What follows belongs to an exercise in optimizing a design on an open flow for small area and a short achievable clock period; a production flow would make more cautious choices. At most, simulation tests tie the RTL to the original design; equivalence was not proved.

==> run a: inputs <==
// hdr_merge
module hdr_merge (
    input  wire        clk,
    input  wire        rst,         
    input  wire        in_valid,
    input  wire        depth,       
    input  wire [1:0]  nexp,        
    input  wire [11:0] code_l,
    input  wire        cg_l,
    input  wire [11:0] code_m,
    input  wire        cg_m,
    input  wire [11:0] code_s,
    input  wire        cg_s,
    input  wire [15:0] dark_l,      
    input  wire [15:0] dark_m,
    input  wire [15:0] dark_s,
    input  wire [31:0] ratio_m,     
    input  wire [31:0] ratio_s,     
    output reg         out_valid,
    output reg  [23:0] lin,
    output reg  [1:0]  lin_src      
);
==> module hdr_merge, before the edit <==
module hdr_merge (
    input  wire        clk,
    input  wire        rst,         
    input  wire        in_valid,
    input  wire        depth,       
    input  wire [1:0]  nexp,        
    input  wire [11:0] code_l,
    input  wire        cg_l,
    input  wire [11:0] code_m,
    input  wire        cg_m,
    input  wire [11:0] code_s,
    input  wire        cg_s,
    input  wire [15:0] dark_l,      
    input  wire [15:0] dark_m,
    input  wire [15:0] dark_s,
    input  wire [31:0] ratio_m,     
    input  wire [31:0] ratio_s,     
    output reg         out_valid,
    output reg  [23:0] lin,
    output reg  [1:0]  lin_src      
);
    wire [18:0] x_l, x_m, x_s;
    hdr_diff u_diff_l (.depth(depth), .code(code_l), .cg(cg_l), .dark(dark_l), .x(x_l));
    hdr_diff u_diff_m (.depth(depth), .code(code_m), .cg(cg_m), .dark(dark_m), .x(x_m));
    hdr_diff u_diff_s (.depth(depth), .code(code_s), .cg(cg_s), .dark(dark_s), .x(x_s));
    wire hi_l = cg_l & ~x_l[18] & (x_l[17] | x_l[16] | (&x_l[15:13]));
    wire hi_m = cg_m & ~x_m[18] & (x_m[17] | x_m[16] | (&x_m[15:13]));
    wire use_l = (nexp[1] == 1'b0) | ~hi_l;
    wire use_m = ~use_l & (nexp == 2'd3) & ~hi_m;
    reg        r1_valid;
    reg [18:0] r1_x;
    reg        r1_cg;
    reg [31:0] r1_ratio;
    reg [1:0]  r1_src;
    always @(posedge clk) begin
        if (rst) r1_valid <= 1'b0;
        else     r1_valid <= in_valid;
        r1_x     <= use_l ? x_l  : use_m ? x_m  : x_s;
        r1_cg    <= use_l ? cg_l : use_m ? cg_m : cg_s;
        r1_ratio <= use_l ? 32'h0001_0000 : use_m ? ratio_m : ratio_s;
        r1_src   <= use_l ? 2'd0 : use_m ? 2'd1 : 2'd2;
    end
    wire [14:0] xq = r1_cg ? r1_x[15:1] : r1_x[18:4];
    wire [14:0] v  = r1_x[18] ? 15'd0 : (r1_cg & (|r1_x[17:16])) ? 15'h7FFF : xq;
    wire [23:0] ca, cb;
    wire        c16, z0, z1;
    hdr_csa u_csa (.v(v), .ratio(r1_ratio), .ca(ca), .cb(cb), .c16(c16), .z0(z0), .z1(z1));
    wire [23:0] p = ca ^ cb;
    wire [23:0] g = {ca[23:1] & cb[23:1], (ca[0] & cb[0]) | (p[0] & c16)};
    wire        g24, p24;
    hdr_carry u_carry (.p(p), .g({g[23:1], ca[0] & cb[0]}), .go(g24), .po(p24));
    wire        c40 = g24 | (p24 & c16);
    wire        sat_d = ~(c40 ? z1 : z0);
    reg        r2_valid;
    reg [23:0] r2_p, r2_g;
    reg        r2_c, r2_sat;
    always @(posedge clk) begin
        if (rst) r2_valid <= 1'b0;
        else     r2_valid <= r1_valid;
        r2_p    <= p;
        r2_g    <= g;
        r2_c    <= c16;
        r2_sat  <= sat_d;
    end
    wire [23:0] cy;
    hdr_prefix u_prefix (.p(r2_p), .g(r2_g), .c(cy));
    wire [23:0] sum = r2_p ^ {cy[22:0], r2_c};
    always @(*) begin
        out_valid = r2_valid;
        lin       = r2_sat ? 24'hFFFFFF : sum;
    end
    always @(posedge clk) lin_src <= r1_src;
endmodule
export LEC_CHECK = 0
export CAP_MARGIN = 20
export CORE_MARGIN = 2
export CORE_UTILIZATION = 50
export SLEW_MARGIN = 20
create_clock -name core_clock -period 13.0 [get_ports {clk}]
standard.sh (not shown) runs the stock make flow with config.mk's settings and CLKGATE_MAP_FILE= SYNTH_SCRIPT=/design/flow/synth_recipe.tcl, a recipe that flattens the netlist after the stock synthesis.
==> flow/flow/run.sh <==
#!/bin/bash
set -euo pipefail
MARGIN=7.5
PORTBUF=sky130_fd_sc_hd__buf_1
POLFIX=1
R=orfs/results/$FLOW_PLATFORM/hdr_merge/base
LIB=$FLOW_HOME/platforms/$FLOW_PLATFORM/lib/sky130_fd_sc_hd__tt_025C_1v80.lib
KNOBS=("SETUP_SLACK_MARGIN=$MARGIN" "BUFFER_PORTS_ARGS=-buffer_cell $PORTBUF")

bash standard.sh synth "${KNOBS[@]}" > synth.log 2>&1
if [[ $POLFIX == 1 ]]; then
  cp $R/1_2_yosys.v 1_2_yosys_standard.v
  python3 flow/polfix.py 1_2_yosys_standard.v polfix.v "$LIB" > polfix.log 2>&1
  cp polfix.v $R/1_2_yosys.v
  rm -f $R/1_synth.odb
  bash standard.sh synth "${KNOBS[@]}" > synth_odb.log 2>&1
fi
bash standard.sh finish "${KNOBS[@]}" > finish.log 2>&1
==> flow/flow/polfix.py <==
#!/usr/bin/env python3
"""Remove inverters around full adders in a Yosys gate netlist.

A full adder is self-dual: FA(~a, ~b, ~c) = (~cout, ~sum). So each fa cell may
be "flipped": it is fed the complements of its inputs and its outputs then
carry the complements of its original outputs. This pass picks flips that
lower the number of inverters needed, then rewrites the netlist with one
inverter per signal whose complement some load still needs.

usage: polfix.py IN.v OUT.v LIBERTY
"""
import re, sys, random

src, dst, lib = sys.argv[1], sys.argv[2], sys.argv[3]

# output pins of each cell, from the liberty file
outs = {}
cur = None
pin = None
for line in open(lib):
    m = re.match(r'\s*cell\s*\(\s*"?([\w]+)"?\s*\)', line)
    if m:
        cur = m.group(1); outs[cur] = set(); continue
    m = re.match(r'\s*pin\s*\(\s*"?([\w]+)"?\s*\)', line)
    if m:
        pin = m.group(1); continue
    m = re.match(r'\s*direction\s*:\s*"?(\w+)"?', line)
    if m and cur and pin:
        if m.group(1) == 'output':
            outs[cur].add(pin)

text = open(src).read()
mstart = text.index('module ')
hdr_end = text.index(';', mstart) + 1
body = text[hdr_end:text.rindex('endmodule')]

cell_re = re.compile(r'^\s*(sky130_fd_sc_hd__\w+)\s+(\S+)\s*\((.*?)\);\s*$', re.S | re.M)
decl_lines = []
cells = []   # [type, name, [(pin, net)]]
pos = 0
for m in cell_re.finditer(body):
    decl_lines.append(body[pos:m.start()])
    pos = m.end()
    pins = [(p, n.strip()) for p, n in re.findall(r'\.(\w+)\(([^()]*)\)', m.group(3))]
    cells.append([m.group(1), m.group(2), pins])
decl_lines.append(body[pos:])
decls = ''.join(decl_lines)
assert 'assign' not in decls, 'netlist has assign statements'

ports = set()
for m in re.finditer(r'^\s*(input|output|inout)\s+(\[[^\]]*\]\s*)?(.*?);', decls, re.M):
    for n in m.group(3).split(','):
        ports.add(n.strip())
def is_port(net):
    return net.split('[')[0].strip() in ports or net in ports

def is_inv(t):
    return re.match(r'sky130_fd_sc_hd__(clk)?inv(lp)?_\d+$', t) is not None
def is_fa(t):
    return re.match(r'sky130_fd_sc_hd__fa_\d+$', t) is not None
FA_IN = ('A', 'B', 'CIN')
FA_OUT = ('COUT', 'SUM')

driver = {}
for ci, (t, n, pins) in enumerate(cells):
    for p, net in pins:
        if p in outs[t]:
            driver[net] = (ci, p)

# an inverter is removable unless its output is a port
removable = set()
for ci, (t, n, pins) in enumerate(cells):
    if is_inv(t):
        d = dict(pins)
        if not is_port(d['Y']) and not d['A'].startswith("1'"):
            removable.add(ci)

# base(net) -> (base net, parity)
memo = {}
def base(net):
    if net in memo: return memo[net]
    d = driver.get(net)
    if d is not None and d[0] in removable:
        a = dict(cells[d[0]][2])['A']
        b, q = base(a)
        r = (b, q ^ 1)
    else:
        r = (net, 0)
    memo[net] = r
    return r

fas = [ci for ci, c in enumerate(cells) if is_fa(c[0])]
flippable = set()
for ci in fas:
    d = dict(cells[ci][2])
    if not any(is_port(d[p]) for p in FA_OUT) and not any(d[p].startswith("1'") for p in FA_IN):
        flippable.add(ci)

# loads per base: list of (cell, pin, parity of the net it is on)
loads = {}
for ci, (t, n, pins) in enumerate(cells):
    if ci in removable: continue
    for p, net in pins:
        if p in outs[t] or net.startswith("1'") or net == '':
            continue
        b, q = base(net)
        loads.setdefault(b, []).append((ci, p, q))
# port outputs that are driven through a removable inverter chain stay as they are,
# since only non-port inverter outputs are removable.

flip = {ci: 0 for ci in fas}
def avail(b):
    d = driver.get(b)
    if d is not None and d[0] in flip:
        return flip[d[0]]
    return 0
def cost_b(b):
    a = avail(b)
    need = set()
    for ci, p, q in loads.get(b, []):
        need.add(q ^ (flip[ci] if ci in flip else 0))
    return 1 if (a ^ 1) in need else 0

# bases an FA touches
touch = {}
for ci in fas:
    d = dict(cells[ci][2])
    bs = set(base(d[p])[0] for p in FA_IN)
    bs |= set(d[p] for p in FA_OUT)
    touch[ci] = bs

allb = set(loads) | set(driver)
total = sum(cost_b(b) for b in allb)
start = total
# simulated annealing over the flips, then a greedy clean-up
import math
rng = random.Random(1)
order = sorted(flippable)
best = total; best_flip = dict(flip)
T0, T1, steps = 2.0, 0.05, 200 * max(1, len(order))
for k in range(steps if order else 0):
    T = T0 * (T1 / T0) ** (k / steps)
    ci = order[rng.randrange(len(order))]
    bs = touch[ci]
    before = sum(cost_b(b) for b in bs)
    flip[ci] ^= 1
    after = sum(cost_b(b) for b in bs)
    dlt = after - before
    if dlt <= 0 or rng.random() < math.exp(-dlt / T):
        total += dlt
        if total < best:
            best = total; best_flip = dict(flip)
    else:
        flip[ci] ^= 1
flip = best_flip
total = sum(cost_b(b) for b in allb)
improved = True
while improved:
    improved = False
    for ci in order:
        bs = touch[ci]
        before = sum(cost_b(b) for b in bs)
        flip[ci] ^= 1
        after = sum(cost_b(b) for b in bs)
        if after < before:
            total += after - before; improved = True
        else:
            flip[ci] ^= 1

n_inv_before = len(removable)
# rewrite
newnets = []
invcells = []
compl = {}
def phys(b, pol):
    """net carrying base b in polarity pol (0 true)."""
    a = avail(b)
    if pol == a:
        return b
    if b not in compl:
        nn = f'_pf{len(compl)}_'
        compl[b] = nn
        newnets.append(nn)
        invcells.append(['sky130_fd_sc_hd__inv_1', f'_pfi{len(invcells)}_', [('A', b), ('Y', nn)]])
    return compl[b]

out_cells = []
for ci, (t, n, pins) in enumerate(cells):
    if ci in removable: continue
    f = flip.get(ci, 0)
    np_ = []
    for p, net in pins:
        if p in outs[t] or net.startswith("1'") or net == '':
            np_.append((p, net)); continue
        b, q = base(net)
        np_.append((p, phys(b, q ^ f)))
    out_cells.append([t, n, np_])
out_cells += invcells

def esc(net):
    # an escaped identifier ends at white space
    return net + ' ' if net.startswith('\\') else net

res = [text[:hdr_end], decls.rstrip('\n'), '\n']
for nn in newnets:
    res.append(f'  wire {nn};\n')
for t, n, pins in out_cells:
    res.append(f'  {t} {n} (\n' + ',\n'.join(f'    .{p}({esc(net)})' for p, net in pins) + '\n  );\n')
res.append('endmodule\n')
open(dst, 'w').write(''.join(res))
print(f'polfix: {len(fas)} fa cells, {sum(flip.values())} flipped; inverters {n_inv_before} -> {len(invcells)} '
      f'(cost {start} -> {total})', file=sys.stderr)
==> run b (differences from run a) <==
--- a/flow/design.v
+++ b/flow/design.v
@@ -50,9 +50,7 @@
     wire        g24, p24;
     hdr_carry u_carry (.p(p), .g({g[23:1], ca[0] & cb[0]}), .go(g24), .po(p24));
-    wire        c40 = g24 | (p24 & c16);
-    wire        sat_d = ~(c40 ? z1 : z0);
     reg        r2_valid;
     reg [23:0] r2_p, r2_g;
-    reg        r2_c, r2_sat;
+    reg        r2_c, r2_g24, r2_p24, r2_z0, r2_z1;
     always @(posedge clk) begin
         if (rst) r2_valid <= 1'b0;
@@ -61,12 +59,17 @@
         r2_g    <= g;
         r2_c    <= c16;
-        r2_sat  <= sat_d;
+        r2_g24  <= g24;
+        r2_p24  <= p24;
+        r2_z0   <= z0;
+        r2_z1   <= z1;
     end
     wire [23:0] cy;
     hdr_prefix u_prefix (.p(r2_p), .g(r2_g), .c(cy));
     wire [23:0] sum = r2_p ^ {cy[22:0], r2_c};
+    wire        c40 = r2_g24 | (r2_p24 & r2_c);
+    wire        sat = ~(c40 ? r2_z1 : r2_z0);
     always @(*) begin
         out_valid = r2_valid;
-        lin       = r2_sat ? 24'hFFFFFF : sum;
+        lin       = sat ? 24'hFFFFFF : sum;
     end
     always @(posedge clk) lin_src <= r1_src;
--- a/flow/flow/run.sh
+++ b/flow/flow/run.sh
@@ -1,5 +1,5 @@
 #!/bin/bash
 set -euo pipefail
-MARGIN=7.5
+MARGIN=7.25
 PORTBUF=sky130_fd_sc_hd__buf_1
 POLFIX=1
--- a/flow/flow/polfix.py
+++ b/flow/flow/polfix.py
@@ -4,7 +4,10 @@
 A full adder is self-dual: FA(~a, ~b, ~c) = (~cout, ~sum). So each fa cell may
 be "flipped": it is fed the complements of its inputs and its outputs then
-carry the complements of its original outputs. This pass picks flips that
-lower the number of inverters needed, then rewrites the netlist with one
-inverter per signal whose complement some load still needs.
+carry the complements of its original outputs. A single-output gate may
+also be swapped for the gate computing its complement from the same inputs
+(a22oi for a22o, xnor2 for xor2, ...), checked on the liberty functions.
+This pass picks flips and swaps that lower the area of the inverters needed
+plus the area the swaps add, then rewrites the netlist with one inverter per
+signal whose complement some load still needs.
 
 usage: polfix.py IN.v OUT.v LIBERTY
@@ -14,12 +17,19 @@
 src, dst, lib = sys.argv[1], sys.argv[2], sys.argv[3]
 
-# output pins of each cell, from the liberty file
+# pins and output functions of each cell, from the liberty file
 outs = {}
+ins = {}
+func = {}
+areas = {}
 cur = None
 pin = None
+pdir = None
 for line in open(lib):
     m = re.match(r'\s*cell\s*\(\s*"?([\w]+)"?\s*\)', line)
     if m:
-        cur = m.group(1); outs[cur] = set(); continue
+        cur = m.group(1); outs[cur] = set(); ins[cur] = set(); pin = None; continue
+    m = re.match(r'\s*area\s*:\s*([\d.]+)', line)
+    if m and cur and cur not in areas:
+        areas[cur] = float(m.group(1)); continue
     m = re.match(r'\s*pin\s*\(\s*"?([\w]+)"?\s*\)', line)
     if m:
@@ -27,6 +37,49 @@
     m = re.match(r'\s*direction\s*:\s*"?(\w+)"?', line)
     if m and cur and pin:
-        if m.group(1) == 'output':
-            outs[cur].add(pin)
+        (outs if m.group(1) == 'output' else ins)[cur].add(pin); continue
+    m = re.match(r'\s*function\s*:\s*"([^"]*)"', line)
+    if m and cur and pin:
+        func[(cur, pin)] = m.group(1)
+
+def evalf(f, env):
+    e = f.replace('!', '~')
+    e = re.sub(r'(\w)\s+(?=[\w(~])', r'\1 & ', e)
+    return eval(e, {}, dict(env)) & 1
+
+def complement_of(t):
+    """a cell computing the complement of single-output cell t, with the same inputs."""
+    m = re.match(r'sky130_fd_sc_hd__(\w+?)_(\d+)$', t)
+    if not m or len(outs.get(t, ())) != 1:
+        return None
+    fn, drv = m.groups()
+    cands = []
+    pairs = [('nand', 'and'), ('nor', 'or'), ('xnor', 'xor'), ('mux2i', 'mux2'), ('inv', 'buf')]
+    for a, b in pairs:
+        if fn.startswith(a) and (a != 'nand' and a != 'nor' or fn[len(a):][:1].isdigit()):
+            cands.append(b + fn[len(a):])
+        elif fn.startswith(b) and not fn.startswith(a) and (fn[len(b):][:1].isdigit() or fn == b):
+            cands.append(a + fn[len(b):])
+    if re.match(r'[ao]\d', fn):
+        if fn.endswith('oi') or fn.endswith('ai'):
+            cands.append(fn[:-1])
+        elif fn.endswith('o') or fn.endswith('a'):
+            cands.append(fn + ('i' if fn.endswith('o') else 'i'))
+    for c in cands:
+        for d in [drv] + ['1', '2', '0', '4']:
+            n = f'sky130_fd_sc_hd__{c}_{d}'
+            if n in outs and len(outs[n]) == 1 and ins[n] == ins[t] and areas.get(n):
+                po, pn = next(iter(outs[t])), next(iter(outs[n]))
+                f1, f2 = func.get((t, po)), func.get((n, pn))
+                if not f1 or not f2:
+                    continue
+                pins_ = sorted(ins[t])
+                ok = True
+                for k in range(1 << len(pins_)):
+                    env = {p: (k >> i) & 1 for i, p in enumerate(pins_)}
+                    if evalf(f1, env) == evalf(f2, env):
+                        ok = False; break
+                if ok:
+                    return n
+    return None
 
 text = open(src).read()
@@ -97,4 +150,17 @@
         flippable.add(ci)
 
+INV_AREA = 3.7536
+swap_to = {}
+for ci, (t, n, pins) in enumerate(cells):
+    if is_fa(t) or is_inv(t) or ci in removable or re.match(r'sky130_fd_sc_hd__(df|sdf|edf|dl|ha)', t):
+        continue
+    d = dict(pins)
+    o = [d[p] for p in outs.get(t, ()) if p in d]
+    if len(o) != 1 or is_port(o[0]):
+        continue
+    c = complement_of(t)
+    if c:
+        swap_to[ci] = c
+
 # loads per base: list of (cell, pin, parity of the net it is on)
 loads = {}
@@ -110,4 +176,5 @@
 
 flip = {ci: 0 for ci in fas}
+for ci in swap_to: flip[ci] = 0
 def avail(b):
     d = driver.get(b)
@@ -115,10 +182,18 @@
         return flip[d[0]]
     return 0
+def inflip(ci):
+    # only a flipped full adder takes its inputs complemented
+    return flip[ci] if ci in flip and ci not in swap_to else 0
 def cost_b(b):
     a = avail(b)
     need = set()
     for ci, p, q in loads.get(b, []):
-        need.add(q ^ (flip[ci] if ci in flip else 0))
-    return 1 if (a ^ 1) in need else 0
+        need.add(q ^ inflip(ci))
+    c = INV_AREA if (a ^ 1) in need else 0
+    d = driver.get(b)
+    if d is not None and d[0] in swap_to and flip[d[0]]:
+        ci = d[0]
+        c += areas[swap_to[ci]] - areas[cells[ci][0]]
+    return c
 
 # bases an FA touches
@@ -129,4 +204,7 @@
     bs |= set(d[p] for p in FA_OUT)
     touch[ci] = bs
+for ci in swap_to:
+    d = dict(cells[ci][2])
+    touch[ci] = set(d[p] for p in outs[cells[ci][0]] if p in d)
 
 allb = set(loads) | set(driver)
@@ -136,5 +214,5 @@
 import math
 rng = random.Random(1)
-order = sorted(flippable)
+order = sorted(flippable) + sorted(swap_to)
 best = total; best_flip = dict(flip)
 T0, T1, steps = 2.0, 0.05, 200 * max(1, len(order))
@@ -188,12 +266,17 @@
 for ci, (t, n, pins) in enumerate(cells):
     if ci in removable: continue
-    f = flip.get(ci, 0)
+    f = inflip(ci)
     np_ = []
+    nt = t
+    if ci in swap_to and flip[ci]:
+        nt = swap_to[ci]
     for p, net in pins:
-        if p in outs[t] or net.startswith("1'") or net == '':
+        if p in outs[t]:
+            np_.append((next(iter(outs[nt])) if nt != t else p, net)); continue
+        if net.startswith("1'") or net == '':
             np_.append((p, net)); continue
         b, q = base(net)
         np_.append((p, phys(b, q ^ f)))
-    out_cells.append([t, n, np_])
+    out_cells.append([nt, n, np_])
 out_cells += invcells
 
@@ -209,4 +292,4 @@
 res.append('endmodule\n')
 open(dst, 'w').write(''.join(res))
-print(f'polfix: {len(fas)} fa cells, {sum(flip.values())} flipped; inverters {n_inv_before} -> {len(invcells)} '
+print(f'polfix: {len(fas)} fa cells, {sum(flip[c] for c in fas)} flipped, {sum(flip[c] for c in swap_to)} of {len(swap_to)} cells swapped; inverters {n_inv_before} -> {len(invcells)} '
       f'(cost {start} -> {total})', file=sys.stderr)
==> comparison table <==
CP max-delay cell: run b mux2_2; run a fa_2
Netlist area before placement: run b 17500 um2; run a 17600 um2
Number of stages on the worst setup path: run b 13; run a 26
Via-to-Cell Ratio: run b 6.05; run a 6.07
Final setup slack of the worst path: run b 7.31 ns; run a 6.97 ns
Maximum number of pins on one net before global-route repair: run b 48; run a 33
Total of plain and repair buffers excluding clock buffers: run b 267; run a 339
Width of the die: run b 191 um; run a 191 um
Register area: run b 2190 um2; run a 2140 um2
Routed wire per std cell: run b 21.1 um; run a 22.2 um
Terminating pin of the worst hold path: run b lin_src[1]; run a lin_src[0]
Clock latency at the later pin of the worst-skew pair: run b 0.39 ns; run a 0.38 ns
Highest achievable clock rate: run b 0.176 GHz; run a 0.166 GHz
RR Startpoint: run b r1_x[17]; run a r1_cg
1st-pass router iterations: run b 6; run a 5
Clock buffer and inverter area fraction after layout: run b 0.0158; run a 0.0136
Height of the die: run b 191 um; run a 191 um
Worst endpoint data arrival time: run b 5.98 ns; run a 6.26 ns
Run status: run b timing/DRC/antenna clean; run a timing/DRC/antenna clean
Count of multi-input combinational gates: run b 1621; run a 1632
Fillcell total: run b 3165; run a 2958
Register fraction of the total cell area: run b 0.110; run a 0.0972
Post-CTS Setup Inserts: run b 14; run a 62
For run a, only the layout was checked, not whether the RTL still works.

separate check: timing with driven ports:
The flow's constraints put no driver on any port. The routed layouts listed below were extracted and timed again, unchanged, in two steps.
Step 1, drivers: a clkbuf_16 drives clk and a buf_2 each remaining input, both assumed.
Step 2 adds t to the input delays and takes it off the output delays; t is the mean of the earliest and latest rising clock arrival at the registers after step 1. Input paths then give back, and output paths get back, about the clock's delay inside the block.
Slacks: ideal ports / drivers / drivers and shift; pairs: ideal ports / drivers.
run | shift t [ns] | setup WS [ns] | worst slew at a driven data input, ns | cell pins on the clock port's net
run a | 0.427 | 6.974 / 6.974 / 6.870 | 0.05 | 1
run b | 0.441 | 7.310 / 7.231 / 6.790 | 0.12 | 1
After both steps setup and hold are still met in every run listed. For run b, which loses most, drivers alone change the setup slack by -0.079 ns; drivers and shift together by -0.520 ns.
